Background: an optimization exercise with open tools, aiming at small area. Do not read the settings as production practice. Only simulation tests tie the RTL to the original design; equivalence was not proved. No activity file was given, so power comes from the tool's default toggle rates.

===== config.mk =====
export PLATFORM = sky130hd
export DESIGN_NAME = fcvt_unit
export DESIGN_NICKNAME = fcvt_unit
export VERILOG_FILES = /design/flow/design.v
export SDC_FILE = /design/flow/constraint.sdc
export NUM_CORES = 4
export LEC_CHECK = 0
export ABC_AREA = 1
export CAP_MARGIN = 20
export CORE_MARGIN = 2
export CORE_UTILIZATION = 60
export PLACE_DENSITY = 0.7
export SLEW_MARGIN = 20

===== constraint.sdc =====
create_clock -name core_clock -period 20.0 [get_ports {clk}]
set_input_delay 4.0000 -clock core_clock [delete_from_list [all_inputs] [get_ports {clk}]]
set_output_delay 4.0000 -clock core_clock [all_outputs]
set_load 0.01 [all_outputs]

===== design.v =====
module fcvt_lane (
  input  wire [31:0] x,
  input  wire [15:0] r,
  input  wire [2:0]  fmt,     
  input  wire        sr,
  output reg  [15:0] y,
  output reg  [5:0]  flags
);
  wire f_i8 = fmt[2];
  wire f_16 = !fmt[2] && !fmt[1] && !fmt[0];
  wire f_bf = !fmt[2] && !fmt[1] &&  fmt[0];
  wire f_e4 = !fmt[2] &&  fmt[1] && !fmt[0];
  wire use_sr = sr && !fmt[2] && (fmt[1] || fmt[0]);
  wire        s      = x[31];
  wire [7:0]  ex     = x[30:23];
  wire [22:0] mx     = x[22:0];
  wire        ex_max = &ex;
  wire        ex_nz  = |ex;
  wire        mx_nz  = |mx;
  wire        is_nan = ex_max && mx_nz;
  wire        is_inf = ex_max && !mx_nz;
  reg [4:0] k, lo;
  reg       norm, sat;
  always @(*) begin
    case (fmt)
      3'd0:    begin k = 5'd18; lo = 5'd0; norm = ex >= 8'd113; sat = ex < 8'd82;  end
      3'd1:    begin k = 5'd0;  lo = 5'd0; norm = ex_nz;        sat = 1'b0;        end
      3'd2:    begin k = 5'd30; lo = 5'd4; norm = ex >= 8'd121; sat = ex < 8'd94;  end
      3'd3:    begin k = 5'd23; lo = 5'd5; norm = ex >= 8'd113; sat = ex < 8'd87;  end
      default: begin k = 5'd7;  lo = 5'd0; norm = 1'b0;         sat = ex < 8'd103; end
    endcase
  end
  wire [4:0] raw = ~ex[4:0] + k;
  wire       fix = (norm && !f_i8) || f_bf;
  wire [4:0] d   = fix ? lo : (sat ? 5'd31 : raw);
  wire [23:0] v0 = {ex_nz, mx};
  wire [23:0] v1 = d[4] ? {16'd0, v0[23:16]} : v0;
  wire        j1 = d[4] && |v0[15:0];
  wire [23:0] v2 = d[3] ? {8'd0, v1[23:8]} : v1;
  wire        j2 = j1 || (d[3] && |v1[7:0]);
  wire [23:0] v3 = d[2] ? {4'd0, v2[23:4]} : v2;
  wire        j3 = j2 || (d[2] && |v2[3:0]);
  wire [23:0] v4 = d[1] ? {2'd0, v3[23:2]} : v3;
  wire        j4 = j3 || (d[1] && |v3[1:0]);
  wire [23:0] S  = d[0] ? {1'd0, v4[23:1]} : v4;
  wire        jam = j4 || (d[0] && v4[0]);
  wire lowor   = |S[11:0] || jam;
  wire guard   = f_16 ? S[12] : S[15];
  wire sticky  = lowor || (!f_16 && |S[14:12]);
  wire lsb     = f_16 ? S[13] : S[16];
  wire inexact = guard || sticky;
  wire ex_142 = (ex == 8'd142);
  wire ex_135 = (ex == 8'd135);
  wire ex_254 = (ex == 8'd254);
  reg  ovf, at_largest;
  always @(*) begin
    case (fmt)
      3'd0: begin
        ovf = (ex > 8'd142) || (ex_142 && &mx[22:12]);
        at_largest = 1'b0;
      end
      3'd1: begin
        ovf = ex_254 && &mx[22:15];
        at_largest = ex_254 && &mx[22:16];
      end
      3'd2: begin
        ovf = (ex > 8'd135) || (ex_135 && mx[22] && mx[21] && (mx[20] || mx[19]));
        at_largest = ex_135 && mx[22] && mx[21] && !mx[20];
      end
      default: begin
        ovf = (ex > 8'd142) || (ex_142 && &mx[22:20]);
        at_largest = ex_142 && mx[22] && mx[21];
      end
    endcase
  end
  wire [16:0] cy;
  assign cy[0] = 1'b0;
  genvar i;
  generate
    for (i = 0; i < 16; i = i + 1) begin : g_cy
      assign cy[i+1] = (S[i] & r[i]) | (cy[i] & (S[i] | r[i]));
    end
  endgenerate
  wire up = use_sr ? (cy[16] && !at_largest) : (guard && (sticky || lsb));
  wire [4:0] e5 = {!ex[4], ex[3:0]};         
  wire [3:0] e4 = {!ex[3], ex[2:0]};         
  reg  [14:0] pk;
  always @(*) begin
    case (fmt)
      3'd0:    pk = {norm ? e5 : 5'd0, S[22:13]};
      3'd1:    pk = {ex, S[22:16]};
      3'd2:    pk = {8'd0, norm ? e4 : 4'd0, S[18:16]};
      3'd3:    pk = {8'd0, norm ? e5 : 5'd0, S[17:16]};
      default: pk = {7'd0, S[23:16] ^ {8{s}}};
    endcase
  end
  wire [15:0] ic;
  wire [14:0] pr;
  assign ic[0] = f_i8 ? (up ^ s) : up;
  generate
    for (i = 0; i < 15; i = i + 1) begin : g_inc
      assign pr[i]   = pk[i] ^ ic[i];
      assign ic[i+1] = pk[i] & ic[i];
    end
  endgenerate
  reg hid;
  always @(*) begin
    case (fmt)
      3'd0:    hid = pr[10];
      3'd1:    hid = pr[7];
      3'd2:    hid = pr[3];
      default: hid = pr[2];
    endcase
  end
  wire tiny  = !norm && !hid;
  wire i_big = (ex > 8'd134) || (s ^ (pr[7] || ic[8]));
  always @(*) begin
    y = 16'd0;
    flags = 6'd0;
    if (f_i8) begin
      if (is_nan) begin
        flags[0] = 1'b1;
      end else if (is_inf || i_big) begin
        y = s ? 16'h0080 : 16'h007F;
        flags[4] = 1'b1;
        flags[5] = 1'b1;
      end else begin
        y = {8'd0, pr[7:0]};
        flags[4] = inexact;
      end
    end else if (is_nan) begin
      case (fmt)
        3'd0:    y = 16'h7E00;
        3'd1:    y = 16'h7FC0;
        3'd2:    y = 16'h007F;
        default: y = 16'h007E;
      endcase
      flags[0] = !mx[22];
    end else if (is_inf || ovf) begin
      case (fmt)
        3'd0:    y = {s, 15'h7C00};
        3'd1:    y = {s, 15'h7F80};
        3'd2:    y = {8'd0, s, 7'h7E};
        default: y = {8'd0, s, 7'h7C};
      endcase
      flags[2] = f_e4 || !is_inf;
      flags[4] = f_e4 || !is_inf;
      flags[5] = f_e4;
    end else begin
      if (fmt[1]) y = {8'd0, s, pr[6:0]};
      else        y = {s, pr};
      flags[4] = inexact;
      flags[3] = inexact && tiny;
    end
  end
endmodule
module fcvt_unit (
  input  wire         clk,
  input  wire         rst,
  input  wire         in_valid,
  input  wire [2:0]   in_fmt,      
  input  wire         in_sr,       
  input  wire [127:0] in_x,        
  input  wire [63:0]  in_r,        
  output reg          out_valid,
  output reg  [63:0]  out_y,       
  output wire [23:0]  out_flags    
);
  wire [63:0] y;
  wire [23:0] flags;
  reg  [19:0] fl_q;
  genvar i;
  generate
    for (i = 0; i < 4; i = i + 1) begin : g_lane
      fcvt_lane u_lane (
        .x     (in_x[32*i +: 32]),
        .r     (in_r[16*i +: 16]),
        .fmt   (in_fmt),
        .sr    (in_sr),
        .y     (y[16*i +: 16]),
        .flags (flags[6*i +: 6])
      );
      assign out_flags[6*i +: 6] = {fl_q[5*i+4], fl_q[5*i+3], fl_q[5*i+2], fl_q[5*i+1], 1'b0, fl_q[5*i]};
      always @(posedge clk)
        fl_q[5*i +: 5] <= {flags[6*i+5], flags[6*i+4], flags[6*i+3], flags[6*i+2], flags[6*i]};
    end
  endgenerate
  always @(posedge clk) begin
    if (rst)
      out_valid <= 1'b0;
    else
      out_valid <= in_valid;
    out_y <= y;
  end
endmodule

===== run.sh =====
#!/bin/bash
# synth_recipe.tcl (not shown) runs the flow's synth.tcl, then flattens the netlist and writes it again
# the make line also repeats each setting of config.mk as NAME=value (left out here)
make -C /OpenROAD-flow-scripts/flow DESIGN_CONFIG=/design/flow/config.mk WORK_HOME=/design/flow/orfs CLKGATE_MAP_FILE= SYNTH_SCRIPT=/design/flow/synth_recipe.tcl finish

==> results of run 1 <==
-- registers in the layout, indices dropped and copies added (netlist names) --
signal	cells
fl_q	20
out_y	64
out_valid	1
-- cells by family (layout without fill, tap and decap cells) --
kind of cell	count (synthesis)	after routing	share of synthesized area [%]
other	1	5	0.0253
buffers and inverters	405	594	11.6
AO/OA/AOI/OAI	539	539	21.5
XOR/XNOR	27	27	1.59
flip-flops	85	85	11.5
AND/OR/NAND/NOR	1562	1562	46.0
adder cells (fa/ha/maj)	80	80	6.95
multiplexers	14	14	0.944
-- critical path, delay by kind of cell --
kind                     cells  cell delay (ns)
adder cells (fa/ha/maj)     10             2.36
AND/OR/NAND/NOR             27             3.30
XOR/XNOR                     1             0.12
buffers and inverters        7             2.24
AO/OA/AOI/OAI                4             1.23
-- layout make-up --
cell class	count	area (um2)
inverter	286	1080
clock inverter	6	46.3
tap	324	405
fill	2152	6530
clock buffer	10	229
antenna	1	2.50
timing repair buffer	292	2900
multi-input combinational	2226	11400
sequential	85	1700
-- path summary, 6_finish.rpt --
| check | to | slack (ns) | cells past startpoint |
|---|---|---|---|
| hold / removal | out_valid | 4.17 | 2 |
| setup / recovery | out_y[52] | 6.94 | 49 |
-- Yosys cell counts (5+ instances only) --
library cell,instances
nand2_1,851
nand3_1,321
inv_1,255
o21ai_0,239
nor2_1,196
dfxtp_1,85
ha_1,76
o21ai_1,73
o22ai_1,65
clkbuf_1,45
a21oi_1,43
buf_2,37
nor4_1,36
nand4_1,34
or2_2,33
nor3_1,28
a31oi_1,25
inv_2,23
xor2_1,17
o211ai_1,16
buf_4,15
mux2i_1,14
nand2_2,13
buf_6,12
nand3b_1,12
o32ai_1,11
nand2_4,10
xnor2_1,10
buf_1,9
or2_0,8
or2_1,7
a2111oi_0,6
o2111ai_1,6
clkinv_1,5
o311a_1,5
-- stage by stage --
stage | cells | total power (uW) | utilization (%)
after global routing | 3230 | 1260 | 73.2
after global placement | 3213 | 959 | 72.0
after floorplan | 2716 | 768 | -
after CTS | 3229 | 1140 | 73.1
after detailed placement | 3213 | 978 | 72.0
final | 3230 | 1160 | 73.2
-- where the power goes --
part,switching (uW),internal (uW)
Clock,77.4,85.2
Combinational,511,290
Sequential,8.54,190
-- routing by layer --
layer	part of all wire (%)	global-route usage [%]
met3	11	8.19
met5	0	0
met4	5.3	19.7
met2	44	64.9
met1	39	50.6
==> reports/qor.txt, run 1 <==
Fin crit period - 13.06 ns
Commonest non-fill, non-tap cell in the layout - nand2_1
Hold buffer count at CTS - 0
FF+latch count, synth - 85
GRT overflow - 0
Fin worst setup slack - 6.94 ns
Cell area after synthesis - 14800 um2
IO Port Bufs - 283
Final ANT Viol Nets - 0
Sequential area share after synthesis - 11.5%
Yosys cell types - 72
Worst Hold Class - in -> reg
Vert. Die Dim - 161 um
Synth Flop Type - dfxtp_1
Max clock buf depth - 2
Via count - 19920
Setup TNS Final - 0 ns
Slew Viols, Final - 0
Total routed wirelength - 53700 um
Slowest cell on crit path - clkinv_1
Clk sink count - 85
Final Cycle Share - 65.3%
Maximum clock rate - 76.6 MHz
Die width - 161 um
Yosys top cell by area - nand2_1
Post-route cell area - 17800 um2
DR vias/cell - 6.17
GPL Wtd Cong - 1.04
Clock transition at path regs - 0.07 ns
Crit Path Max Fanout - 26
Post-synth ARST share - 0%
Max VDD drop - 42.0 uV
Post-detail-place hpwl - 41800 um
Io pins - 288
Vias in the first global route - 18126
Placement-stage cell area - 17500 um2
Worst slew pin tran - 0.943 ns
Most frequent cells in the layout - nand2_1, nand3_1, clkdlybuf4s50_1
Largest cells by area after synthesis - nand2_1, dfxtp_1, nand3_1
Outcome - complete, no violations
Rows - 57
Drt wl/cell - 16.6 um
WP data required - 20.20 ns
Power per Cell Area - 65.3 nW/um2
Initial antenna violation count - 1
Startpoint types - primary input
CTS tree - done
Syn Inst Count - 2713
Hold WS - 4.17 ns
CP startpoint - in_fmt[1]
RSZ-0062 raised after global routing - no
Mean post-synth cell area - 5.47 um2
Final Hold Viols - 0
Max-Cap Viols - 0
CP Capture Type - flop
Overall routing resource usage - 40.0%
Clock root buffer - clkbuf_16
Worst path most repeated cell - nand3_1
Post-CTS sizing - 0
Final setup viols - 0
Pre-CTS WS - 6.83 ns
Slowest cell delay on critical path - 0.80 ns
Post-synth top area share - 21.5%
HP Start - rst
TritonRoute pass-1 iters - 9
Starting Density - 61.0%
Postcts setup bufs - 0
Core Area - 24300 um2
Max-slew headroom - 37.1%
Cts bufs inserted - 9
Synth warn - 2
P&R area growth vs syn - 19.9%
# DRC - 0
Post-synth EDFFs - 0
Final Net Count - 3179
DRT iter0 DRCs - 2648
Die area - 26000 um2
Share of cells above drive strength 1 - 4.48%
Leakage - 0.00871 uW
Critical path class - in -> reg
First-pass GRT wire length - 86400 um
H-tree depth - 3
Worst path arrival time - 13.25 ns
Largest net degree at the start of global routing - 73
==> run 2: changes to the inputs <==
==> flow/run.sh (new file) <==
#!/bin/bash
# Own layout flow: the standard ORFS flow, with two changes:
#  - synthesis maps with an area-oriented ABC script (flow/abc_area.script)
#    and without the fixed half/full-adder cell mapping;
#  - port buffers are the smallest buffer (buf_1) instead of the default.
# Each tool's output goes to a log of its own in this folder.
set -euo pipefail
HERE=$(pwd)
rm -rf "$HERE/scripts_own"
cp -r "$FLOW_HOME/scripts" "$HERE/scripts_own"
cp "$HERE/flow/abc_area.script" "$HERE/scripts_own/abc_area.script"
OWN="SCRIPTS_DIR=$HERE/scripts_own"
bash standard.sh "$OWN" ABC_AREA=1 ADDER_MAP_FILE= synth > "$HERE/synth.log" 2>&1
bash standard.sh "$OWN" ABC_AREA=1 ADDER_MAP_FILE= \
  "BUFFER_PORTS_ARGS=-buffer_cell sky130_fd_sc_hd__buf_1" finish > "$HERE/layout.log" 2>&1
test -f "$HERE/out/final.def"
==> flow/abc_area.script (new file) <==
strash
rewrite
refactor
balance
rewrite -z
refactor -z
rewrite -z
balance
dch -f
amap
topo
==> standard.sh (new file) <==
#!/bin/bash
# synth_recipe.tcl (not shown) runs the flow's synth.tcl, then flattens the netlist and writes it again
# the make line also repeats each setting of config.mk as NAME=value (left out here)
make -C /OpenROAD-flow-scripts/flow DESIGN_CONFIG=/design/flow/config.mk WORK_HOME=/design/flow/orfs CLKGATE_MAP_FILE= SYNTH_SCRIPT=/design/flow/synth_recipe.tcl "${@:-finish}"
removed: run.sh
==> reports/qor.txt, run 2 <==
Outcome - complete, no violations
Synth warn - 2
Commonest non-fill, non-tap cell in the layout - nor2_1
CTS tree - done
Io pins - 288
Max VDD drop - 42.0 uV
Fillers - 1785
Clock transition at path regs - 0.06 ns
Gate power share - 62.3%
First-pass GRT wire length - 72300 um
Placed instance count - 2561
CP Capture Type - flop
Initial antenna violation count - 0
Max-slew headroom - 32.8%
Internal power - 513 uW
FF+latch count, synth - 85
TritonRoute pass-1 iters - 9
DR vias/cell - 6.81
HP Start - rst
# DRC - 0
Largest register FFs - 64
Cts bufs inserted - 9
GPL Wtd Cong - 1.08
Worst path arrival time - 16.56 ns
Sequential share of power - 19.6%
Synth Flop Type - dfxtp_1
RSZ-0062 raised after global routing - no
P&R area growth vs syn - 16.7%
N_diodes - 0
Crit Path Max Fanout - 19
Mean post-synth cell area - 5.92 um2
Slowest cell on crit path - nor2_1
Largest cells by area after synthesis - dfxtp_1, o22ai_1, nor2_1
Switching Share - 47.5%
Max clock buf depth - 2
Final ANT Viol Nets - 0
Postcts setup bufs - 0
Cell area after synthesis - 11800 um2
Syn Inst Count - 1985
IO Port Bufs - 283
Hold WS - 3.80 ns
Power per Cell Area - 71.2 nW/um2
Hold path endpoint - out_valid
Core Area - 19300 um2
Drt wl/cell - 18.0 um
H-tree depth - 3
Die width - 144 um
Biggest regs - out_y (64), fl_q (20), out_valid (1)
Vias in the first global route - 15101
Clk sink count - 85
Worst path most repeated cell - nor2_1
Die area - 20700 um2
Slew Viols, Final - 0
Post-synth top area share - 14.5%
Leakage - 0.00453 uW
Met3 Usage GRT - 7.65%
Post-CTS sizing - 0
Post-synth EDFFs - 0
WP data required - 20.21 ns
Clock power share - 18.1%
Post-synth ARST share - 0%
Worst Hold Path Cells - 2
Hold buffer count at CTS - 0
Sequential area share after synthesis - 14.5%
Register bank with the most flops - out_y
Total routed wirelength - 46300 um
Fin crit period - 16.35 ns
Critical path class - in -> reg
Final Net Count - 2507
Startpoint types - primary input
Yosys cell types - 55
GRT overflow - 0
Final Hold Viols - 0
Clock root buffer - clkbuf_16
Maximum clock rate - 61.2 MHz
Met2 Use GR - 68.6%
Top post-synthesis cells by count - nor2_1, o22ai_1, nand2_1
Final Cycle Share - 81.7%
DRT iter0 DRCs - 2689
Share of cells above drive strength 1 - 2.34%
Via count - 17547
Most numerous cell in the Yosys netlist - nor2_1
Met1 global-route usage - 54.1%
Worst Hold Class - in -> reg
Yosys top cell by area - dfxtp_1
Vert. Die Dim - 144 um
Overall routing resource usage - 42.3%
Most frequent cells in the layout - nor2_1, buf_1, o22ai_1
Rows - 51
Setup TNS Final - 0 ns
Busiest grt layer - met2
Worst slew pin tran - 0.997 ns
Largest net degree at the start of global routing - 67
Layout Cells excl Fill - 2577
Post-detail-place hpwl - 35400 um
Slowest cell delay on critical path - 0.85 ns
Net Sw Power - 464 uW
Final setup viols - 0
Max-Cap Viols - 0
Starting Density - 60.8%
[run 2: cell count changes after synthesis, moves of 76 or more]
cell	before	now
a21oi_1	43	172
inv_1	255	0
nor2_1	196	415
o21ai_0	239	106
ha_1	76	0
nand2_1	851	243
clkinv_1	5	166
o22ai_1	65	253
nand3_1	321	26
o22a_1	0	93
[run 2: power by group through the flow]
stage	Sequential, uW	Combinational [uW]	Clock [uW]
after global routing	193	667	186
after global placement	195	572	0
after detailed placement	195	584	0
final	191	608	177
after CTS	191	587	177
after floorplan	205	423	0
[run 2: routing by layer]
metal / vias to the layer above / wire [um]
li1: 8285 / -
met5: - / 0
met1: 7703 / 17300
met4: 0 / 2720
met2: 1288 / 20300
met3: 271 / 6010
[run 2: worst max-delay path by stage]
| stage | start | end | slack, ns | cells past startpoint |
|---|---|---|---|---|
| global placement | in_fmt[1] | out_y[48] | 4.70 | 67 |
| detailed placement | in_fmt[1] | out_y[48] | 4.05 | 67 |
| floorplan | in_fmt[0] | out_y[48] | 3.93 | 66 |
| global route | in_fmt[1] | out_y[48] | 2.67 | 67 |
| CTS | in_fmt[1] | out_y[48] | 4.33 | 67 |
| finish | in_fmt[1] | out_y[48] | 3.65 | 67 |
[run 2: kinds of logic after synthesis]
logic type,after synthesis,synth area share [%]
simple gates,893,33.1
compound gates,834,46.6
buf+inv,170,5.56
other cells,1,0.0319
xor+xnor,2,0.149
flops,85,14.5
[run 2: metrics by stage]
stage | area (um2) | total power, uW | setup WS (ns) | utilization (%)
6_report | 13700 | 977 | 3.65 | 71.0
3_3_place_gp | 13400 | 767 | 4.70 | 69.3
2_1_floorplan | 11800 | 627 | 3.93 | -
4_1_cts | 13700 | 955 | 4.33 | 70.9
5_1_grt | 13700 | 1050 | 2.67 | 71.0
3_5_place_dp | 13400 | 779 | 4.05 | 69.3
[run 2: final cells by class]
class / instances / area (um2) / share of cell area (%)
multi-input cells: 1733 / 9460 / 68.9
clock inverters: 4 / 72.6 / 0.529
inverters: 166 / 623 / 4.54
flip-flops and latches: 85 / 1700 / 12.4
clock buffers: 11 / 243 / 1.77
well taps: 265 / 332 / 2.42
repair buffers: 313 / 1290 / 9.42
[run 2: critical path: cells and delay by family]
| family | cells | cell delay [ns] |
|---|---|---|
| AOI/OAI and AO/OA | 29 | 4.65 |
| buffers and inverters | 9 | 3.36 |
| and+or+nand+nor | 29 | 4.53 |
==> run 3: changes to the inputs <==
--- a/design.v
+++ b/design.v
@@ -83,23 +83,50 @@
   endgenerate
   wire up = use_sr ? (cy[16] && !at_largest) : (guard && (sticky || lsb));
+  wire ovf_x   = ovf && !ex_max;                        
+  wire i_big   = !ex_max && ((ex > 8'd134) ||
+                 ((ex == 8'd134) && !(s && !(|mx[22:16]) && !up)) ||
+                 ((ex == 8'd133) && &mx[22:17] && up && !s));
+  wire special = ex_max || (f_i8 ? i_big : ovf_x);
+  wire wide    = !fmt[1] && !fmt[2];                    
   wire [4:0] e5 = {!ex[4], ex[3:0]};         
   wire [3:0] e4 = {!ex[3], ex[2:0]};         
-  reg  [14:0] pk;
+  reg  [15:0] pk;
   always @(*) begin
-    case (fmt)
-      3'd0:    pk = {norm ? e5 : 5'd0, S[22:13]};
-      3'd1:    pk = {ex, S[22:16]};
-      3'd2:    pk = {8'd0, norm ? e4 : 4'd0, S[18:16]};
-      3'd3:    pk = {8'd0, norm ? e5 : 5'd0, S[17:16]};
-      default: pk = {7'd0, S[23:16] ^ {8{s}}};
-    endcase
+    if (is_nan) begin
+      case (fmt)
+        3'd0:    pk = 16'h7E00;
+        3'd1:    pk = 16'h7FC0;
+        3'd2:    pk = 16'h007F;
+        3'd3:    pk = 16'h007E;
+        default: pk = 16'h0000;
+      endcase
+    end else if (special) begin
+      case (fmt)
+        3'd0:    pk = {s, 15'h7C00};
+        3'd1:    pk = {s, 15'h7F80};
+        3'd2:    pk = {8'd0, s, 7'h7E};
+        3'd3:    pk = {8'd0, s, 7'h7C};
+        default: pk = s ? 16'h0080 : 16'h007F;
+      endcase
+    end else begin
+      case (fmt)
+        3'd0:    pk = {s, norm ? e5 : 5'd0, S[22:13]};
+        3'd1:    pk = {s, ex, S[22:16]};
+        3'd2:    pk = {8'd0, s, norm ? e4 : 4'd0, S[18:16]};
+        3'd3:    pk = {8'd0, s, norm ? e5 : 5'd0, S[17:16]};
+        default: pk = {8'd0, S[23:16] ^ {8{s}}};
+      endcase
+    end
   end
   wire [15:0] ic;
-  wire [14:0] pr;
-  assign ic[0] = f_i8 ? (up ^ s) : up;
+  wire [15:0] pr;
+  assign ic[0] = !special && (f_i8 ? (up ^ s) : up);
   generate
-    for (i = 0; i < 15; i = i + 1) begin : g_inc
-      assign pr[i]   = pk[i] ^ ic[i];
-      assign ic[i+1] = pk[i] & ic[i];
+    for (i = 0; i < 16; i = i + 1) begin : g_inc
+      assign pr[i] = pk[i] ^ ic[i];
+      if (i == 7)
+        assign ic[i+1] = pk[i] && ic[i] && !f_i8;
+      else if (i < 15)
+        assign ic[i+1] = pk[i] && ic[i];
     end
   endgenerate
@@ -113,44 +140,15 @@
     endcase
   end
-  wire tiny  = !norm && !hid;
-  wire i_big = (ex > 8'd134) || (s ^ (pr[7] || ic[8]));
+  wire tiny = !norm && !hid;
+  wire of_f  = !f_i8 && (ovf_x || (f_e4 && is_inf));
+  wire sat_f = f_i8 ? (special && !is_nan) : (f_e4 && (ovf_x || is_inf));
   always @(*) begin
-    y = 16'd0;
-    flags = 6'd0;
-    if (f_i8) begin
-      if (is_nan) begin
-        flags[0] = 1'b1;
-      end else if (is_inf || i_big) begin
-        y = s ? 16'h0080 : 16'h007F;
-        flags[4] = 1'b1;
-        flags[5] = 1'b1;
-      end else begin
-        y = {8'd0, pr[7:0]};
-        flags[4] = inexact;
-      end
-    end else if (is_nan) begin
-      case (fmt)
-        3'd0:    y = 16'h7E00;
-        3'd1:    y = 16'h7FC0;
-        3'd2:    y = 16'h007F;
-        default: y = 16'h007E;
-      endcase
-      flags[0] = !mx[22];
-    end else if (is_inf || ovf) begin
-      case (fmt)
-        3'd0:    y = {s, 15'h7C00};
-        3'd1:    y = {s, 15'h7F80};
-        3'd2:    y = {8'd0, s, 7'h7E};
-        default: y = {8'd0, s, 7'h7C};
-      endcase
-      flags[2] = f_e4 || !is_inf;
-      flags[4] = f_e4 || !is_inf;
-      flags[5] = f_e4;
-    end else begin
-      if (fmt[1]) y = {8'd0, s, pr[6:0]};
-      else        y = {s, pr};
-      flags[4] = inexact;
-      flags[3] = inexact && tiny;
-    end
+    y = pr;
+    flags[0] = is_nan && (f_i8 || !mx[22]);
+    flags[1] = 1'b0;
+    flags[2] = of_f;
+    flags[3] = !special && !f_i8 && inexact && tiny;
+    flags[4] = (!special && inexact) || of_f || sat_f;
+    flags[5] = sat_f;
   end
 endmodule
--- a/flow/run.sh
+++ b/flow/run.sh
@@ -1,7 +1,5 @@
 #!/bin/bash
-# Own layout flow: the standard ORFS flow, with two changes:
-#  - synthesis maps with an area-oriented ABC script (flow/abc_area.script)
-#    and without the fixed half/full-adder cell mapping;
-#  - port buffers are the smallest buffer (buf_1) instead of the default.
+# Own layout flow: the standard ORFS flow, with these changes:
+#  - port buffers are the smallest buffer (buf_1) instead of the default;
 # Each tool's output goes to a log of its own in this folder.
 set -euo pipefail
==> flow/abc_area.script (replaced) <==
strash
&get -n
&deepsyn -T 200
&put
dch -f
amap
strash
rewrite
refactor
balance
rewrite -z
refactor -z
rewrite -z
balance
dch -f
amap
topo
--- a/config.mk
+++ b/config.mk
@@ -9,5 +9,5 @@
 export CAP_MARGIN = 20
 export CORE_MARGIN = 2
-export CORE_UTILIZATION = 60
-export PLACE_DENSITY = 0.7
+export CORE_UTILIZATION = 50
+export PLACE_DENSITY = 0.65
 export SLEW_MARGIN = 20
==> reports/qor.txt, run 3 <==
Worst Hold Class - in -> reg
Synth Flop Type - dfxtp_1
Largest net degree at the start of global routing - 35
Max-slew headroom - 27.3%
GRT overflow - 0
Crit Path Max Fanout - 15
Io pins - 288
Most frequent cells in the layout - nor2_1, buf_1, clkinv_1
N_diodes - 0
Biggest regs - out_y (64), fl_q (20), out_valid (1)
Postcts setup bufs - 0
First-pass GRT wire length - 71300 um
Placed instance count - 2326
Final setup viols - 0
DR vias/cell - 6.71
Die area - 22000 um2
Max VDD drop - 51.1 uV
Layout Cells excl Fill - 2342
Outcome - complete, no violations
Yosys cell types - 48
Vias in the first global route - 14034
H-tree depth - 3
Hold buffer count at CTS - 0
Cts bufs inserted - 9
CTS tree - done
Commonest non-fill, non-tap cell in the layout - nor2_1
Leakage - 0.00404 uW
Post-CTS sizing - 0
Max-Cap Viols - 0
Switching Share - 45.4%
Final Net Count - 2266
WP data required - 20.28 ns
Setup TNS Final - 0 ns
Fin crit period - 15.71 ns
Die width - 148 um
Slowest cell delay on critical path - 0.81 ns
Post-synth EDFFs - 0
Starting Density - 51.2%
Total power - 847 uW
Mean post-synth cell area - 5.94 um2
Sequential area share after synthesis - 16.4%
Cell area after synthesis - 10400 um2
Syn Inst Count - 1750
Sequential share of power - 23.4%
Core Area - 20300 um2
DRT iter0 DRCs - 2261
Post-route cell area - 12300 um2
Clock transition at path regs - 0.06 ns
FF+latch count, synth - 85
Largest cells by area after synthesis - dfxtp_1, nor2_1, clkinv_1
Maximum clock rate - 63.6 MHz
Top post-synthesis cells by count - nor2_1, clkinv_1, nand2_1
Startpoint types - primary input
Slew Viols, Final - 0
Power per Cell Area - 68.9 nW/um2
TritonRoute pass-1 iters - 9
RSZ-0062 raised after global routing - no
Pre-CTS WS - 4.68 ns
Final Cycle Share - 78.6%
Post-detail-place hpwl - 36000 um
CP Capture Type - flop
# DRC - 0
Register bank with the most flops - out_y
Synth warn - 2
Fin worst setup slack - 4.29 ns
Yosys top cell by area - dfxtp_1
Placement-stage cell area - 12000 um2
Post-synth ARST share - 0%
Share of cells above drive strength 1 - 1.98%
IO Port Bufs - 283
Worst slew pin tran - 1.08 ns
Vert. Die Dim - 148 um
Post-synth top area share - 16.4%
Final Hold Viols - 0
Via count - 15714
Overall routing resource usage - 39.6%
Worst path arrival time - 15.99 ns
Clock power share - 21.8%
Rows - 52
Critical path class - in -> reg
Internal power - 463 uW
Max clock buf depth - 2
Slowest cell on crit path - a221oi_1
Total routed wirelength - 46000 um
Net Sw Power - 384 uW
Largest register FFs - 64
Clock root buffer - clkbuf_16
Clk sink count - 85
P&R area growth vs syn - 18.2%
Most numerous cell in the Yosys netlist - nor2_1
Drt wl/cell - 19.6 um
Final ANT Viol Nets - 0
Worst path most repeated cell - nand2_1
GPL Wtd Cong - 1.07
Initial antenna violation count - 1
Gate power share - 54.8%
-- run 3: changes by cell type after synthesis, sizes merged, moves of 19 or more --
cell / delta
clkinv: +47
nand2: -61
a21oi: -69
a211oi: +19
o22a: -51
nor2: -34
a22oi: +28
o21ai: +27
o22ai: -130
o221ai: +30
o21a: +23
-- run 3: final timing paths --
check,from,endpoint,slack (ns),depth (start not counted)
max,in_fmt[1],out_y[29],4.29,59
min,rst,out_valid,3.80,2
-- run 3: kinds of logic after synthesis --
kind of cell / Yosys count / share of synthesized area, %
buffers and inverters: 217 / 7.97
AND/OR/NAND/NOR: 757 / 30.9
flip-flops: 85 / 16.4
AO/OA/AOI/OAI: 684 / 44.2
other: 1 / 0.0360
XOR/XNOR: 6 / 0.505
-- run 3: per-stage QoR --
stage               utilization [%]  hold WS, ns
global route                   60.6         3.82
floorplan                         -         4.07
finish                         60.6         3.80
global placement               59.0         4.16
CTS                            60.6         3.81
detailed placement             59.0         4.17
-- run 3: layout make-up --
cell class | count | area (um2)
Fill cell | 2076 | 8000
Multi-Input combinational cell | 1451 | 7890
Sequential cell | 85 | 1700
Timing Repair Buffer | 307 | 1240
Inverter | 213 | 800
Tap cell | 270 | 338
Clock buffer | 13 | 260
Clock inverter | 3 | 67.6
-- run 3: critical path: cells and delay by family --
family                 cells  cell delay (ns)
buffers and inverters     10             2.96
and+or+nand+nor           29             4.88
AOI/OAI and AO/OA         20             4.13
-- run 3: layer usage --
metal | vias to the layer above | global-route usage (%) | wire (um)
met5 | - | 0 | 0
met4 | 0 | 16.6 | 2180
met3 | 216 | 8.40 | 5750
met2 | 1231 | 63.8 | 20100
met1 | 7064 | 51.3 | 17900
li1 | 7203 | - | -
-- run 3: power groups by stage --
stage	clock [uW]	combinational, uW	sequential, uW
after detailed placement	0	444	202
after global placement	0	441	201
after CTS	184	447	198
final	184	464	198
after global routing	191	503	200
after floorplan	0	297	211
==> run 4: changes to the inputs <==
==> flow/run.sh (replaced) <==
#!/bin/bash
# Own layout flow: the standard ORFS flow, with these changes:
#  - port buffers are the smallest buffer (buf_1) instead of the default;
#  - clock tree: clkbuf_8 buffers, clkbuf_16 at the root, and no dummy loads.
# Each tool's output goes to a log of its own in this folder.
set -euo pipefail
HERE=$(pwd)
rm -rf "$HERE/scripts_own"
cp -r "$FLOW_HOME/scripts" "$HERE/scripts_own"
cp "$HERE/flow/abc_area.script" "$HERE/scripts_own/abc_area.script"
OWN="SCRIPTS_DIR=$HERE/scripts_own"
CTS="CTS_ARGS=-sink_clustering_enable -repair_clock_nets -buf_list sky130_fd_sc_hd__clkbuf_8 -root_buf sky130_fd_sc_hd__clkbuf_16 -dont_use_dummy_load"
bash standard.sh "$OWN" ABC_AREA=1 ADDER_MAP_FILE= synth > "$HERE/synth.log" 2>&1
bash standard.sh "$OWN" ABC_AREA=1 ADDER_MAP_FILE= \
  "BUFFER_PORTS_ARGS=-buffer_cell sky130_fd_sc_hd__buf_1" "$CTS" finish > "$HERE/layout.log" 2>&1
test -f "$HERE/out/final.def"
==> reports/qor.txt, run 4 <==
Commonest non-fill, non-tap cell in the layout - nor2_1
Setup TNS Final - 0 ns
Worst Hold Class - in -> reg
Placed instance count - 2326
CTS tree - done
IO Port Bufs - 283
Io pins - 288
Share of cells above drive strength 1 - 1.74%
Max-slew headroom - 26.1%
Adder-cell share of the synthesized area - 0%
Die width - 148 um
FF+latch count, synth - 85
Top post-synthesis cells by count - nor2_1, clkinv_1, nand2_1
Synth warn - 2
Yosys top cell by area - dfxtp_1
Core Area - 20300 um2
Biggest regs - out_y (64), fl_q (20), out_valid (1)
H-tree depth - 3
Overall routing resource usage - 39.3%
WP data required - 20.26 ns
Worst path arrival time - 15.94 ns
DR vias/cell - 6.70
Post-synth ARST share - 0%
TritonRoute pass-1 iters - 9
Rows - 52
Final Hold Viols - 0
Max-Cap Viols - 0
Largest net degree at the start of global routing - 35
Slowest cell delay on critical path - 0.82 ns
Slowest cell on crit path - nor2_1
Crit path max-delay family - simple AND/OR/NAND/NOR gates
Worst path bufs/invs - 10
Leakage - 0.00400 uW
Initial antenna violation count - 1
CP Capture Type - flop
Vias in the first global route - 13985
Outcome - complete, no violations
Hold path endpoint - out_valid
Final ANT Viol Nets - 0
Register bank with the most flops - out_y
Most frequent cells in the layout - nor2_1, buf_1, clkinv_1
Most numerous cell in the Yosys netlist - nor2_1
First-pass GRT wire length - 70900 um
Hold buffer count at CTS - 0
Sequential area share after synthesis - 16.4%
Mean post-synth cell area - 5.94 um2
Synth Flop Type - dfxtp_1
GRT overflow - 0
Clock transition at path regs - 0.05 ns
Fin crit period - 15.68 ns
CP startpoint - in_fmt[1]
Syn Inst Count - 1750
Critical path class - in -> reg
Drt wl/cell - 19.7 um
Via count - 15638
Cts bufs inserted - 9
Final setup viols - 0
Worst path most repeated cell - nand2_1
Die area - 22000 um2
Worst Hold Path Cells - 2
Clock root buffer - clkbuf_16
Postcts setup bufs - 0
GPL Wtd Cong - 1.07
Starting Density - 51.2%
Maximum clock rate - 63.8 MHz
Largest cells by area after synthesis - dfxtp_1, nor2_1, clkinv_1
Fin worst setup slack - 4.32 ns
Fraction of the mapped netlist area in simple logic gates - 30.9%
Cell area after synthesis - 10400 um2
Clk sink count - 85
Layout Cells excl Fill - 2335
Yosys cell types - 48
Post-route cell area - 12200 um2
Post-CTS sizing - 0
Pre-CTS WS - 4.68 ns
P&R area growth vs syn - 17.3%
# DRC - 0
Worst slew pin tran - 1.10 ns
Power per Cell Area - 65.7 nW/um2
Max VDD drop - 49.2 uV
Synth Area in XOR/XNOR - 0.505%
Critical Path Stages - 59
Mux contribution to synthesized area - 0%
Final Cycle Share - 78.4%
Crit Path Max Fanout - 15
Slew Viols, Final - 0
Placement-stage cell area - 12000 um2
N_diodes - 0
HP Start - rst
Max clock buf depth - 2
Final Net Count - 2266
Post-synth top area share - 16.4%
RSZ-0062 raised after global routing - no
Total routed wirelength - 45900 um
Post-synth EDFFs - 0
Startpoint types - primary input
Area fraction in compound gates after synthesis - 44.2%
DRT iter0 DRCs - 2213
Post-detail-place hpwl - 36000 um
Largest register FFs - 64
Vert. Die Dim - 148 um
Main combinational cell family by area after synthesis - compound AO/OA/AOI/OAI gates
==> run 4: changes by cell type in the layout (fill, tap and decap cells not counted), sizes merged <==
cell      before  now
clkbuf        13    9
bufinv         2    0
clkinvlp       1    0
==> run 4: how the worst max path moves through the flow <==
stage	end	slack, ns
6_report	out_y[29]	4.32
5_1_grt	out_y[61]	3.41
4_1_cts	out_y[29]	4.95
3_5_place_dp	out_y[29]	4.68
3_3_place_gp	out_y[29]	4.94
2_1_floorplan	out_y[29]	5.67
==> run 4: metrics by stage <==
stage | power (uW) | hold slack (ns) | util [%]
global route | 847 | 3.83 | 60.1
global placement | 643 | 4.16 | 59.0
floorplan | 508 | 4.07 | -
CTS | 784 | 3.82 | 60.1
detailed placement | 646 | 4.17 | 59.0
finish | 801 | 3.81 | 60.1
==> run 4: power breakdown <==
part | total, uW | internal, uW | switching (uW)
logic | 464 | 156 | 309
clock network | 138 | 79.0 | 59.3
registers | 199 | 191 | 7.49
==> run 4: layer usage <==
metal,GRT usage (%),part of all wire (%),vias up
met1,50.8,39,7032
met3,8.83,13,222
li1,-,-,7197
met4,16.0,4.6,0
met5,0,0,-
met2,63.5,44,1187
==> run 4: cell type report <==
cell class | count | area [um2]
Fill cell | 2092 | 8100
Multi-Input combinational cell | 1451 | 7890
Sequential cell | 85 | 1700
Timing Repair Buffer | 307 | 1240
Inverter | 213 | 800
Tap cell | 270 | 338
Clock buffer | 9 | 225
==> run 4: logic make-up (layout without fill, tap and decap cells) <==
| family | count (synthesis) | after routing |
|---|---|---|
| compound gates | 684 | 684 |
| flops | 85 | 85 |
| other cells | 1 | 4 |
| xor+xnor | 6 | 6 |
| simple gates | 757 | 757 |
| buf+inv | 217 | 529 |
==> run 5: changes to the inputs <==
--- a/flow/abc_area.script
+++ b/flow/abc_area.script
@@ -1,5 +1,5 @@
 strash
 &get -n
-&deepsyn -T 200
+&deepsyn -T 600
 &put
 dch -f
==> reports/qor.txt, run 5 <==
Startpoint types - primary input
WP data required - 20.24 ns
Slowest cell on crit path - clkinv_1
Commonest non-fill, non-tap cell in the layout - nor2_1
H-tree depth - 3
Yosys top cell by area - dfxtp_1
Worst path bufs/invs - 9
Critical path class - in -> reg
Io pins - 288
Synth warn - 2
Yosys cell types - 56
Slowest cell delay on critical path - 0.62 ns
Max-slew headroom - 26.1%
Vert. Die Dim - 147 um
Largest cells by area after synthesis - dfxtp_1, nor2_1, o22ai_1
Vias in the first global route - 13546
Overall routing resource usage - 39.1%
TritonRoute pass-1 iters - 10
Biggest regs - out_y (64), fl_q (20), out_valid (1)
Worst path arrival time - 16.40 ns
Max-Cap Viols - 0
Worst Hold Class - in -> reg
Post-synth ARST share - 0%
Busiest grt layer - met2
Largest register FFs - 64
Drt wl/cell - 19.6 um
Most frequent cells in the layout - nor2_1, buf_1, clkinv_1
P&R area growth vs syn - 17.5%
Setup TNS Final - 0 ns
Met1 global-route usage - 52.4%
Final setup viols - 0
Placement-stage cell area - 11800 um2
Cell area after synthesis - 10200 um2
Final Hold Viols - 0
Post-detail-place hpwl - 34800 um
GRT overflow - 0
Maximum clock rate - 61.9 MHz
CP Capture Type - flop
Sequential area share after synthesis - 16.6%
Layout Cells excl Fill - 2282
CTS tree - done
Max clock buf depth - 2
Share of cells above drive strength 1 - 1.74%
IO Port Bufs - 283
Clock root buffer - clkbuf_16
Largest net degree at the start of global routing - 31
Total routed wirelength - 44700 um
Met3 Usage GRT - 9.97%
Post-synth top area share - 16.6%
DR vias/cell - 6.70
# DRC - 0
Slew Viols, Final - 0
Post-synth EDFFs - 0
Post-route cell area - 12000 um2
Postcts setup bufs - 0
Initial antenna violation count - 0
Most numerous cell in the Yosys netlist - nor2_1
Via count - 15297
First-pass GRT wire length - 69800 um
Final ANT Viol Nets - 0
Clock transition at path regs - 0.06 ns
RSZ-0062 raised after global routing - no
Mean post-synth cell area - 6.02 um2
Register bank with the most flops - out_y
Core Area - 20200 um2
Top post-synthesis cells by count - nor2_1, clkinv_1, o22ai_1
N_diodes - 0
FF+latch count, synth - 85
Die area - 21600 um2
Hold buffer count at CTS - 0
Met2 Use GR - 60.6%
Placed instance count - 2273
Final Net Count - 2213
Synth Flop Type - dfxtp_1
Leakage - 0.00385 uW
Hold WS - 3.82 ns
Worst slew pin tran - 1.10 ns
Total power - 758 uW
Syn Inst Count - 1699
Cts bufs inserted - 9
Max VDD drop - 40.5 uV
Post-CTS sizing - 0
Final Cycle Share - 80.8%
Fin crit period - 16.16 ns
Outcome - complete, no violations
Crit path max-delay family - simple AND/OR/NAND/NOR gates
Die width - 147 um
Crit Path Max Fanout - 15
DRT iter0 DRCs - 1947
Rows - 52
Starting Density - 50.7%
Clk sink count - 85
GPL Wtd Cong - 1.07
Power per Cell Area - 63.1 nW/um2
## run 5: cell count changes after synthesis, sizes merged, moves of 6 or more
cell    delta
a221oi    +17
a31oi     -12
nand2     -49
nor2       +7
nor4       +7
o21a       -9
o21ai     -21
o221ai    -18
o22ai     +21
o32ai      -6
or3        -6
## run 5: area by class of cell
type	count	area, um2
Fill cell	2047	8150
Multi-Input combinational cell	1404	7740
Sequential cell	85	1700
Timing Repair Buffer	305	1230
Inverter	209	785
Tap cell	270	338
Clock buffer	9	225
## run 5: kinds of logic (layout without fill, tap and decap cells)
kind of cell | count (synthesis) | count (layout) | share of synthesized area, %
buf+inv | 213 | 523 | 7.96
flops | 85 | 85 | 16.6
simple gates | 726 | 726 | 30.6
compound gates | 671 | 671 | 44.6
other cells | 1 | 4 | 0.0367
xor+xnor | 3 | 3 | 0.257
## run 5: path summary, 6_finish.rpt
kind	start	cells past startpoint	slack [ns]	end
setup / recovery	in_fmt[1]	53	3.84	out_y[61]
hold / removal	rst	2	3.82	out_valid
## run 5: per-stage QoR
| stage | worst slack [ns] | utilization [%] |
|---|---|---|
| after global routing | 2.81 | 59.6 |
| after CTS | 4.21 | 59.6 |
| final | 3.84 | 59.6 |
| after floorplan | 5.74 | - |
| after global placement | 4.19 | 58.4 |
| after detailed placement | 3.88 | 58.5 |
## run 5: report_power, final
part | switching [uW] | internal (uW)
registers | 7.25 | 189
clock network | 61.1 | 79.0
logic | 281 | 140
## run 5: routing by layer
metal	up-vias	wire length, um
li1	7073	-
met3	210	5730
met4	0	1920
met5	-	0
met2	1188	19000
met1	6826	18000
==> run 6: changes to the inputs <==
--- a/flow/abc_area.script
+++ b/flow/abc_area.script
@@ -1,2 +1,8 @@
+strash
+&get -n
+&deepsyn -T 600
+&put
+dch -f
+amap
 strash
 &get -n
==> reports/qor.txt, run 6 <==
Synth Area in XOR/XNOR - 0.172%
Finished Core Util - 59.3%
CP Capture Type - flop
Most numerous cell in the Yosys netlist - nor2_1
Max-slew headroom - 22.1%
Largest register FFs - 64
Mux contribution to synthesized area - 0%
Area fraction in compound gates after synthesis - 44.4%
Net Sw Power - 352 uW
Cell area after synthesis - 10200 um2
Max-Cap Viols - 0
Post-CTS sizing - 0
Final Net Count - 2192
# DRC - 0
Biggest regs - out_y (64), fl_q (20), out_valid (1)
Core Area - 20100 um2
Syn Inst Count - 1681
Adder-cell share of the synthesized area - 0%
Power per Cell Area - 64.3 nW/um2
Switching Share - 46.0%
Hold WS - 3.82 ns
Post-synth ARST share - 0%
Io pins - 288
Most frequent cells in the layout - nor2_1, buf_1, clkinv_1
Commonest non-fill, non-tap cell in the layout - nor2_1
H-tree depth - 3
Rows - 52
Register bank with the most flops - out_y
First-pass GRT wire length - 67300 um
Slowest cell delay on critical path - 0.96 ns
IO Port Bufs - 283
Starting Density - 50.6%
GPL Wtd Cong - 1.08
Post-route cell area - 11900 um2
Die width - 147 um
Post-synth EDFFs - 0
Hold buffer count at CTS - 0
Startpoint types - primary input
Synth warn - 2
Total routed wirelength - 42800 um
Largest cells by area after synthesis - dfxtp_1, nor2_1, o22ai_1
Mean post-synth cell area - 6.05 um2
Final setup viols - 0
WP data required - 20.22 ns
Fin worst setup slack - 4.07 ns
Internal power - 414 uW
Vias in the first global route - 13380
Maximum clock rate - 62.8 MHz
Crit Path Max Fanout - 17
Synth Flop Type - dfxtp_1
Initial antenna violation count - 0
RSZ-0062 raised after global routing - no
Gate power share - 55.3%
P&R area growth vs syn - 17.3%
Clock power share - 18.9%
Worst Hold Class - in -> reg
Critical path class - in -> reg
Overall routing resource usage - 37.8%
Final Hold Viols - 0
Top post-synthesis cells by count - nor2_1, clkinv_1, nand2_1
Post-synth top area share - 16.7%
FF+latch count, synth - 85
Clk sink count - 85
Pre-CTS WS - 4.43 ns
Die area - 21500 um2
Vert. Die Dim - 147 um
Worst path arrival time - 16.15 ns
DRT iter0 DRCs - 2063
Sequential area share after synthesis - 16.7%
Drt wl/cell - 18.9 um
Final ANT Viol Nets - 0
Share of cells above drive strength 1 - 1.51%
Max clock buf depth - 2
Fraction of the mapped netlist area in simple logic gates - 30.0%
Slew Viols, Final - 0
Via count - 14976
CTS tree - done
Slowest cell on crit path - nor2_1
GRT overflow - 0
Worst path most repeated cell - nand2_1
Fin crit period - 15.93 ns
Post-detail-place hpwl - 33500 um
Cts bufs inserted - 9
DR vias/cell - 6.62
Setup TNS Final - 0 ns
Main combinational cell family by area after synthesis - compound AO/OA/AOI/OAI gates
Fillers - 2038
Yosys cell types - 54
Largest net degree at the start of global routing - 34
Outcome - complete, no violations
Max VDD drop - 49.6 uV
N_diodes - 0
Postcts setup bufs - 0
Sequential share of power - 25.7%
Worst slew pin tran - 1.16 ns
Leakage - 0.00384 uW
TritonRoute pass-1 iters - 9
Yosys top cell by area - dfxtp_1
Clock root buffer - clkbuf_16
Clock transition at path regs - 0.06 ns
Placement-stage cell area - 11700 um2
Final Cycle Share - 79.6%
## run 6: critical path, delay by kind of cell
family,cells,cell delay [ns]
AOI/OAI and AO/OA,23,5.28
and+or+nand+nor,24,5.18
buffers and inverters,5,1.69
## run 6: worst paths after layout
path / from / end / slack, ns / cells past startpoint
setup / recovery: in_fmt[1] / out_y[45] / 4.07 / 52
hold / removal: rst / out_valid / 3.82 / 2
## run 6: per-layer routing
metal | up-vias | part of all wire (%) | track usage [%]
met5 | - | 0 | 0
met4 | 0 | 5.1 | 17.5
met3 | 207 | 13 | 9.44
met2 | 1177 | 42 | 57.9
met1 | 6551 | 40 | 50.1
li1 | 7041 | - | -
## run 6: final cells by class
type                       instances  area, um2  share of cell area [%]
multi-input combinational       1367       7600                    63.7
clock buffer                       9        225                    1.89
inverter                         228        856                    7.18
tap                              270        338                    2.83
timing repair buffer             302       1200                    10.1
sequential                        85       1700                    14.3
## run 6: cell families after synthesis
kind of cell / count (synthesis)
flip-flops: 85
buffers and inverters: 232
AO/OA/AOI/OAI: 658
AND/OR/NAND/NOR: 703
other: 1
XOR/XNOR: 2
## run 6: stage by stage
step	instances	power, uW
2_1_floorplan	1684	483
3_3_place_gp	2252	608
3_5_place_dp	2252	610
4_1_cts	2261	754
5_1_grt	2261	816
6_report	2261	766
## run 6: power by group through the flow
stage | logic [uW] | clock network, uW | registers, uW
2_1_floorplan | 273 | 0 | 211
3_3_place_gp | 407 | 0 | 201
3_5_place_dp | 409 | 0 | 201
4_1_cts | 411 | 145 | 197
5_1_grt | 465 | 152 | 199
6_report | 424 | 145 | 197
==> run 7: changes to the inputs <==
==> flow/abc_area.script (replaced) <==
strash
&get -n
&deepsyn -T 1500
&put
dch -f
amap
strash
rewrite
refactor
balance
rewrite -z
refactor -z
rewrite -z
balance
dch -f
amap
topo
==> reports/qor.txt, run 7 <==
Outcome - complete, no violations
Most frequent cells in the layout - nor2_1, buf_1, clkinv_1
Final ANT Viol Nets - 0
CP startpoint - in_fmt[1]
Synth Flop Type - dfxtp_1
GPL Wtd Cong - 1.06
# DRC - 0
H-tree depth - 3
Max-Cap Viols - 0
Leakage - 0.00398 uW
Critical Path Stages - 60
Fillers - 2060
Post-synth EDFFs - 0
Mean post-synth cell area - 5.93 um2
Commonest non-fill, non-tap cell in the layout - nor2_1
Slowest cell on crit path - nor2_1
Starting Density - 51.0%
Die width - 148 um
Startpoint types - primary input
Final setup viols - 0
Worst slew pin tran - 1.08 ns
Worst path most repeated cell - nor2_1
Synth warn - 2
Final Hold Viols - 0
DR vias/cell - 6.70
Placed instance count - 2320
Final Net Count - 2260
IO Port Bufs - 283
Layout Cells excl Fill - 2329
Postcts setup bufs - 0
P&R area growth vs syn - 17.4%
Post-synth top area share - 16.5%
Rows - 52
Max VDD drop - 40.2 uV
Total power - 784 uW
Pre-CTS WS - 3.54 ns
Max-slew headroom - 26.4%
DRT iter0 DRCs - 2071
RSZ-0062 raised after global routing - no
Setup TNS Final - 0 ns
CP Capture Type - flop
Overall routing resource usage - 40.5%
Via count - 15615
Drt wl/cell - 20.1 um
Share of cells above drive strength 1 - 1.75%
Register bank with the most flops - out_y
Die area - 21900 um2
Core Area - 20300 um2
Power per Cell Area - 64.6 nW/um2
WP data required - 20.21 ns
Largest register FFs - 64
Largest net degree at the start of global routing - 36
Top post-synthesis cells by count - nor2_1, clkinv_1, o22ai_1
Biggest regs - out_y (64), fl_q (20), out_valid (1)
Yosys top cell by area - dfxtp_1
Slowest cell delay on critical path - 0.85 ns
Io pins - 288
Max clock buf depth - 2
Post-CTS sizing - 0
Critical Path Sink - out_y[45]
Fin worst setup slack - 3.38 ns
First-pass GRT wire length - 72300 um
Finished Core Util - 59.8%
Clk sink count - 85
GRT overflow - 0
Worst path bufs/invs - 9
TritonRoute pass-1 iters - 8
Worst Hold Class - in -> reg
Crit Path Max Fanout - 13
Fin crit period - 16.62 ns
Maximum clock rate - 60.2 MHz
Critical path class - in -> reg
N_diodes - 0
Vias in the first global route - 14076
Total routed wirelength - 46800 um
Vert. Die Dim - 148 um
Slew Viols, Final - 0
Clock transition at path regs - 0.05 ns
Final Cycle Share - 83.1%
Largest cells by area after synthesis - dfxtp_1, nor2_1, o22ai_1
FF+latch count, synth - 85
Syn Inst Count - 1743
CTS tree - done
Worst path arrival time - 16.83 ns
Hold buffer count at CTS - 0
Post-synth ARST share - 0%
Post-detail-place hpwl - 36700 um
Initial antenna violation count - 1
Crit path max-delay family - simple AND/OR/NAND/NOR gates
Clock root buffer - clkbuf_16
Most numerous cell in the Yosys netlist - nor2_1
Yosys cell types - 55
Sequential area share after synthesis - 16.5%
Cell area after synthesis - 10300 um2
Cts bufs inserted - 9
[run 7: changes by cell type in the layout (fill, tap and decap cells not counted), moves of 10 or more]
cell / delta
o22a_1: +11
o221ai_1: -21
a22oi_1: -15
o32ai_1: +10
nand2_1: -11
o21ai_0: +17
nor3_1: +12
a222oi_1: -15
nor2_1: +44
a21oi_1: +10
[run 7: layout make-up]
| type | instances | area (um2) | area share (%) |
|---|---|---|---|
| clock buffers | 9 | 225 | 1.85 |
| inverters | 231 | 867 | 7.14 |
| multi-input cells | 1426 | 7760 | 63.9 |
| flip-flops and latches | 85 | 1700 | 14.0 |
| well taps | 270 | 338 | 2.78 |
| repair buffers | 308 | 1250 | 10.3 |
[run 7: where the power goes]
part / leakage [uW] / switching [uW] / total (uW) / internal (uW)
Clock: 0.000111 / 67.0 / 146 / 79.3
Sequential: 0.000706 / 6.36 / 196 / 190
Combinational: 0.00317 / 295 / 442 / 147
[run 7: per-stage QoR]
| stage | instance area, um2 | hold slack [ns] |
|---|---|---|
| 6_report | 12100 | 3.82 |
| 5_1_grt | 12100 | 3.83 |
| 4_1_cts | 12100 | 3.82 |
| 3_5_place_dp | 11900 | 4.16 |
| 3_3_place_gp | 11900 | 4.16 |
| 2_1_floorplan | 10400 | 4.07 |
[run 7: how the worst min path moves through the flow]
stage / depth (start not counted) / end / slack [ns] / start
2_1_floorplan: 1 / out_valid / 4.07 / rst
3_3_place_gp: 2 / out_valid / 4.16 / rst
3_5_place_dp: 2 / out_valid / 4.16 / rst
4_1_cts: 2 / out_valid / 3.82 / rst
5_1_grt: 2 / out_valid / 3.83 / rst
6_report: 2 / out_valid / 3.82 / rst
[run 7: logic make-up (layout without fill, tap and decap cells)]
logic type	count (synthesis)	count (layout)	share of synthesized area, %
AND/OR/NAND/NOR	751	751	31.4
AO/OA/AOI/OAI	668	668	43.2
buffers and inverters	235	548	8.67
flip-flops	85	85	16.5
XOR/XNOR	3	3	0.254
other	1	4	0.0363
[run 7: routing by layer]
layer / vias to the layer above / routed length (um) / track usage, %
met1: 6989 / 18700 / 54.7
met5: - / 0 / 0
met3: 225 / 6030 / 7.87
li1: 7166 / - / -
met4: 0 / 1940 / 16.7
met2: 1235 / 20100 / 63.6
==> run 8: changes to the inputs <==
==> flow/run.sh (replaced) <==
#!/bin/bash
# Own layout flow: the standard ORFS flow, with these changes:
#  - port buffers are the smallest buffer (buf_1) instead of the default;
#  - clock tree: clkbuf_8 buffers, clkbuf_16 at the root, larger sink clusters, and no dummy loads.
# Each tool's output goes to a log of its own in this folder.
set -euo pipefail
HERE=$(pwd)
rm -rf "$HERE/scripts_own"
cp -r "$FLOW_HOME/scripts" "$HERE/scripts_own"
cp "$HERE/flow/abc_area.script" "$HERE/scripts_own/abc_area.script"
OWN="SCRIPTS_DIR=$HERE/scripts_own"
CTS="CTS_ARGS=-sink_clustering_enable -repair_clock_nets -buf_list sky130_fd_sc_hd__clkbuf_8 -root_buf sky130_fd_sc_hd__clkbuf_16 -dont_use_dummy_load -sink_clustering_size 25 -sink_clustering_max_diameter 80"
bash standard.sh "$OWN" ABC_AREA=1 ADDER_MAP_FILE= synth > "$HERE/synth.log" 2>&1
bash standard.sh "$OWN" ABC_AREA=1 ADDER_MAP_FILE= \
  "BUFFER_PORTS_ARGS=-buffer_cell sky130_fd_sc_hd__buf_1" "$CTS" finish > "$HERE/layout.log" 2>&1
test -f "$HERE/out/final.def"
--- a/flow/abc_area.script
+++ b/flow/abc_area.script
@@ -1,5 +1,5 @@
 strash
 &get -n
-&deepsyn -T 1500
+&deepsyn -T 200
 &put
 dch -f
==> reports/qor.txt, run 8 <==
Critical path class - in -> reg
Commonest non-fill, non-tap cell in the layout - nor2_1
# DRC - 0
Post-synth EDFFs - 0
Final Net Count - 2266
Final setup viols - 0
N_diodes - 0
Outcome - complete, no violations
Worst Hold Path Cells - 2
Biggest regs - out_y (64), fl_q (20), out_valid (1)
GRT overflow - 0
Share of cells above drive strength 1 - 1.74%
Overall routing resource usage - 39.3%
CP Capture Type - flop
Cts bufs inserted - 9
Post-synth ARST share - 0%
Rows - 52
Largest register FFs - 64
FF/Latch Area - 1700 um2
Fin crit period - 15.68 ns
Vias in the first global route - 13985
First-pass GRT wire length - 70900 um
Slowest cell delay on critical path - 0.82 ns
Max VDD drop - 49.2 uV
Synth warn - 2
CTS tree - done
Most frequent cells in the layout - nor2_1, buf_1, clkinv_1
Core Area - 20300 um2
WP data required - 20.26 ns
Mean post-synth cell area - 5.94 um2
Fillers - 2092
Post-detail-place hpwl - 36000 um
Largest net degree at the start of global routing - 35
Via count - 15638
Io pins - 288
GPL Wtd Cong - 1.07
TritonRoute pass-1 iters - 9
Final Hold Viols - 0
Hold buffer count at CTS - 0
Max clock buf depth - 2
DR vias/cell - 6.70
Most numerous cell in the Yosys netlist - nor2_1
Post-synth top area share - 16.4%
Top post-synthesis cells by count - nor2_1, clkinv_1, nand2_1
Crit Path Max Fanout - 15
Worst Hold Class - in -> reg
Sequential area share after synthesis - 16.4%
Final Cycle Share - 78.4%
Slowest cell on crit path - nor2_1
Max-slew headroom - 26.1%
Setup TNS Final - 0 ns
Postcts setup bufs - 0
Finished Core Util - 60.1%
CP startpoint - in_fmt[1]
Vert. Die Dim - 148 um
Synth Flop Type - dfxtp_1
Post-CTS sizing - 0
Cell area after synthesis - 10400 um2
Syn Inst Count - 1750
Clock root buffer - clkbuf_16
Worst path arrival time - 15.94 ns
RSZ-0062 raised after global routing - no
FF+latch count, synth - 85
P&R area growth vs syn - 17.3%
Slew Viols, Final - 0
Leakage - 0.00400 uW
Yosys cell types - 48
IO Port Bufs - 283
Initial antenna violation count - 1
Die area - 22000 um2
Startpoint types - primary input
Maximum clock rate - 63.8 MHz
Max-Cap Viols - 0
Worst path most repeated cell - nand2_1
Starting Density - 51.2%
Area of the multi-input gates - 7890 um2
Register bank with the most flops - out_y
Total routed wirelength - 45900 um
Drt wl/cell - 19.7 um
HP Start - rst
Largest cells by area after synthesis - dfxtp_1, nor2_1, clkinv_1
Final ANT Viol Nets - 0
Clk sink count - 85
Worst slew pin tran - 1.10 ns
DRT iter0 DRCs - 2213
H-tree depth - 3
Clock transition at path regs - 0.05 ns
Yosys top cell by area - dfxtp_1
Die width - 148 um
Power per Cell Area - 65.7 nW/um2
run 8: path summary, 6_finish.rpt:
kind	to	slack [ns]
hold / removal	out_valid	3.81
setup / recovery	out_y[29]	4.32
run 8: metrics by stage:
step / total power (uW) / cells / instance area (um2) / setup slack, ns / hold WS (ns)
2_1_floorplan: 508 / 1753 / 10400 / 5.67 / 4.07
3_3_place_gp: 643 / 2326 / 12000 / 4.94 / 4.16
3_5_place_dp: 646 / 2326 / 12000 / 4.68 / 4.17
4_1_cts: 784 / 2335 / 12200 / 4.95 / 3.82
5_1_grt: 847 / 2335 / 12200 / 3.41 / 3.83
6_report: 801 / 2335 / 12200 / 4.32 / 3.81
run 8: worst max-delay path, delay by kind of cell:
family	cells	cell delay [ns]
compound gates	20	4.04
simple gates	29	4.93
buf+inv	10	2.95
run 8: cell families after synthesis:
kind of cell / count (synthesis) / share of synthesized area (%)
xor+xnor: 6 / 0.505
compound gates: 684 / 44.2
other cells: 1 / 0.0360
buf+inv: 217 / 7.97
simple gates: 757 / 30.9
flops: 85 / 16.4
run 8: final cells by class:
| class | instances | area share [%] |
|---|---|---|
| Sequential cell | 85 | 14.0 |
| Multi-Input combinational cell | 1451 | 64.7 |
| Inverter | 213 | 6.55 |
| Timing Repair Buffer | 307 | 10.2 |
| Tap cell | 270 | 2.77 |
| Clock buffer | 9 | 1.85 |
run 8: where the power goes:
part           switching (uW)  internal (uW)
sequential               7.49            191
clock                    59.3           79.0
combinational             309            156
total                     376            426
run 8: metal layers:
layer	vias up	global-route usage (%)	wire [um]
met5	-	0	0
met1	7032	50.8	17800
met4	0	16.0	2120
met2	1187	63.5	20100
met3	222	8.83	5910
li1	7197	-	-

## separate check: timing with driven ports
The flow's constraints put no driver on any port. The routed layouts listed below were extracted and timed again, unchanged, in two steps. Step 1 (the two cells are an assumption about what drives the block):
set clk [get_ports {clk}]
set_driving_cell -lib_cell sky130_fd_sc_hd__clkbuf_16 $clk
set_driving_cell -lib_cell sky130_fd_sc_hd__buf_2 [delete_from_list [all_inputs] $clk]
Step 2 moves the port delays by t, midway between the first and last clock arrival at a register: inputs arrive t later, outputs are due t later. That takes back most of the time a late clock gives input paths. a / b / c = ideal / step 1 / step 2; a / b = the first two.
run | t, ns | setup slack, ns | worst setup path after step 2 | worst slew at a driven data input, ns | pins driven straight from the clock port
run 1 | 0.404 | 6.944 / 6.932 / 6.527 | input to register | 0.10 | 1
run 2 | 0.395 | 3.653 / 3.671 / 3.276 | input to register | 0.08 | 1
run 3 | 0.398 | 4.287 / 4.308 / 3.910 | input to register | 0.07 | 1
run 4 | 0.387 | 4.320 / 4.341 / 3.954 | input to register | 0.07 | 1
run 5 | 0.387 | 3.836 / 3.850 / 3.463 | input to register | 0.05 | 1
run 6 | 0.392 | 4.074 / 4.095 / 3.703 | input to register | 0.07 | 1
run 7 | 0.394 | 3.381 / 3.409 / 3.015 | input to register | 0.06 | 1
run 8 | 0.387 | 4.320 / 4.341 / 3.954 | input to register | 0.07 | 1
After both steps setup and hold are still met in every run listed. The setup slack of run 1, which loses most, moves by -0.012 ns with the drivers and by -0.417 ns with both steps.
